Source: an optimization exercise on an open RTL-to-GDS flow (aim: small area, a short achievable clock period and few clock cycles per item). Production flows keep margins and buffers that such runs may drop. Only simulation tests tie the RTL to the original design; equivalence was not proved. The clock port is modelled as an ideal driver; clocking choices that lean on that would not hold on a real chip.

==> flow/design.v (excerpt) <==
module ck_unit (
    input             clk,
    input             rst,
    input      [5:0]  cfg_width,
    input      [31:0] cfg_poly,
    input      [31:0] cfg_init,
    input      [31:0] cfg_xorout,
    input             cfg_refin,
    input             cfg_refout,
    input             in_valid,
    output            in_ready,
    input      [1:0]  in_op,
    input      [5:0]  in_ctx,
    input      [3:0]  in_nbytes,
    input      [63:0] in_data,
    output reg        out_valid,
    output reg [5:0]  out_ctx,
    output reg [31:0] out_value,
    output reg [31:0] out_result,
    output reg        out_err
);
Size: ~9400 cells after synthesis, about 260 I/O pins.
Settings: LEC_CHECK=0, CAP_MARGIN=20, CELL_PAD_IN_SITES_DETAIL_PLACEMENT=1, CORE_MARGIN=2, CORE_UTILIZATION=45, PLACE_DENSITY=0.55, SLEW_MARGIN=20, SYNTH_HIERARCHICAL=1, SYNTH_MINIMUM_KEEP_SIZE=0; clock period 200.0 ns.
standard.sh (not shown) runs the stock make flow with config.mk's settings and CLKGATE_MAP_FILE= SYNTH_SCRIPT=/design/flow/synth_recipe.tcl, a recipe that flattens the netlist after the stock synthesis.
==> flow/flow/run.sh <==
#!/bin/bash
# The standard layout (the standard.sh: ORFS from the standard synthesis
# to the final layout) with changes to how it is made:
#  - buffer_ports buffers every input and output port with buf_2, in place of
#    the slow delay buffer it picks by itself;
#  - clock tree synthesis adds no dummy loads and takes up to 30 flip-flops
#    per leaf buffer.
# make's full output goes to orfs_make.log; ORFS keeps each step's log under
# orfs/logs/.
set -uo pipefail
export BUFFER_PORTS_ARGS="-buffer_cell sky130_fd_sc_hd__buf_2"
export CTS_ARGS="-sink_clustering_enable -repair_clock_nets -dont_use_dummy_load -sink_clustering_size 30 -sink_clustering_max_diameter 110"
bash standard.sh > orfs_make.log 2>&1
status=$?
tail -n 40 orfs_make.log
exit $status
The baseline ran to the end with no violations.
Testbench counts at the start, summed over its fixed seeds: cycles 20,608, bytes 152,413.
Edit:
--- a/flow/flow/run.sh
+++ b/flow/flow/run.sh
@@ -5,3 +5,3 @@
 #    the slow delay buffer it picks by itself;
-#  - clock tree synthesis adds no dummy loads and takes up to 30 flip-flops
+#  - clock tree synthesis adds no dummy loads and takes up to 25 flip-flops
 #    per leaf buffer.
@@ -11,3 +11,3 @@
 export BUFFER_PORTS_ARGS="-buffer_cell sky130_fd_sc_hd__buf_2"
-export CTS_ARGS="-sink_clustering_enable -repair_clock_nets -dont_use_dummy_load -sink_clustering_size 30 -sink_clustering_max_diameter 110"
+export CTS_ARGS="-sink_clustering_enable -repair_clock_nets -dont_use_dummy_load -sink_clustering_size 25 -sink_clustering_max_diameter 120"
 bash standard.sh > orfs_make.log 2>&1
--- a/flow/config.mk
+++ b/flow/config.mk
@@ -10,4 +10,4 @@
 export CORE_MARGIN = 2
-export CORE_UTILIZATION = 45
-export PLACE_DENSITY = 0.55
+export CORE_UTILIZATION = 50
+export PLACE_DENSITY = 0.62
 export SLEW_MARGIN = 20
What happened: The new run passed the timing, design-rule and antenna checks; clock-buffer cell count grows by 13; routed wire length shrinks by 1.6%; non-clock buffer count shrinks by 33; hold slack hardly moves; area after synthesis is unchanged; final cell count shrinks by 2.6%; utilization grows by 5.5 points; setup slack degrades by 0.15 ns.
Edit:
==> flow/flow/run.sh (replaced) <==
#!/bin/bash
# The standard layout (the standard.sh: ORFS from the standard synthesis
# to the final layout) with changes to how it is made:
#  - buffer_ports buffers every input and output port with buf_2, in place of
#    the slow delay buffer it picks by itself;
#  - clock tree synthesis adds no dummy loads and takes up to 20 flip-flops
#    per leaf buffer;
set -uo pipefail
export BUFFER_PORTS_ARGS="-buffer_cell sky130_fd_sc_hd__buf_2"
export CTS_ARGS="-sink_clustering_enable -repair_clock_nets -dont_use_dummy_load -sink_clustering_size 20 -sink_clustering_max_diameter 100"
export SETUP_SLACK_MARGIN=159.0
bash standard.sh > orfs_make.log 2>&1
status=$?
tail -n 40 orfs_make.log
exit $status
--- a/flow/config.mk
+++ b/flow/config.mk
@@ -10,4 +10,4 @@
 export CORE_MARGIN = 2
-export CORE_UTILIZATION = 50
-export PLACE_DENSITY = 0.62
+export CORE_UTILIZATION = 40
+export PLACE_DENSITY = 0.5
 export SLEW_MARGIN = 20
Outcome:
- The changed run finished with timing, DRC and antenna clean
- count of clock-buffer cells in the layout rises by 41
- cell area came out higher by 2.1%
Edit:
--- a/flow/flow/run.sh
+++ b/flow/flow/run.sh
@@ -6,3 +6,5 @@
 #  - clock tree synthesis adds no dummy loads and takes up to 20 flip-flops
-#    per leaf buffer;
+#    per leaf buffer.
+# make's full output goes to orfs_make.log; ORFS keeps each step's log under
+# orfs/logs/.
 set -uo pipefail
@@ -10,3 +12,2 @@
 export CTS_ARGS="-sink_clustering_enable -repair_clock_nets -dont_use_dummy_load -sink_clustering_size 20 -sink_clustering_max_diameter 100"
-export SETUP_SLACK_MARGIN=159.0
 bash standard.sh > orfs_make.log 2>&1
Final area came out lower by 0.32%; routed wire length increases by 0.57%; cell count hardly moves.
Edit:
--- a/flow/flow/run.sh
+++ b/flow/flow/run.sh
@@ -5,3 +5,3 @@
 #    the slow delay buffer it picks by itself;
-#  - clock tree synthesis adds no dummy loads and takes up to 20 flip-flops
+#  - clock tree synthesis adds no dummy loads and takes up to 25 flip-flops
 #    per leaf buffer.
@@ -11,3 +11,3 @@
 export BUFFER_PORTS_ARGS="-buffer_cell sky130_fd_sc_hd__buf_2"
-export CTS_ARGS="-sink_clustering_enable -repair_clock_nets -dont_use_dummy_load -sink_clustering_size 20 -sink_clustering_max_diameter 100"
+export CTS_ARGS="-sink_clustering_enable -repair_clock_nets -dont_use_dummy_load -sink_clustering_size 25 -sink_clustering_max_diameter 120"
 bash standard.sh > orfs_make.log 2>&1
--- a/flow/config.mk
+++ b/flow/config.mk
@@ -10,4 +10,4 @@
 export CORE_MARGIN = 2
-export CORE_UTILIZATION = 40
-export PLACE_DENSITY = 0.5
+export CORE_UTILIZATION = 45
+export PLACE_DENSITY = 0.55
 export SLEW_MARGIN = 20
Effect: The changed run finished clean; fmax barely changes; area after synthesis stays the same; register-to-register slack gets better by 0.35 ns; final area came out lower slightly; setup slack is about the same; routed wire length falls by a few percent.

==> afterwards: timing with drivers on the ports <==
How much do the figures lean on ideal ports? The routed layouts below were timed once more, with nothing changed but the port constraints. Step 1 (the two cells are an assumption about what drives the block):
set clk [get_ports {clk}]
set_driving_cell -lib_cell sky130_fd_sc_hd__clkbuf_16 $clk
set_driving_cell -lib_cell sky130_fd_sc_hd__buf_2 [delete_from_list [all_inputs] $clk]
Step 2 also shifts input and output timing later by t, the mid clock arrival at the registers, as if the neighbouring blocks saw the same clock. a / b / c = ideal / step 1 / step 2; a / b = the first two.
run	t (ns)	slack for setup (ns)	worst setup path after step 2	latest minus earliest clock arrival (ns)
the first run	0.896	158.648 / 158.552 / 158.526	input to register	0.142 / 0.142
the second run	0.892	158.500 / 158.409 / 158.607	input to register	0.136 / 0.135
the third run	0.941	158.656 / 158.560 / 158.459	input to register	0.118 / 0.118
the fourth run	0.942	158.659 / 158.562 / 158.495	input to register	0.143 / 0.143
the fifth run	0.876	158.660 / 158.565 / 158.544	input to register	0.125 / 0.124
After both steps every run listed still meets setup and hold. For the third run, which loses most, drivers alone change the setup slack by -0.096 ns; drivers and shift together by -0.197 ns.
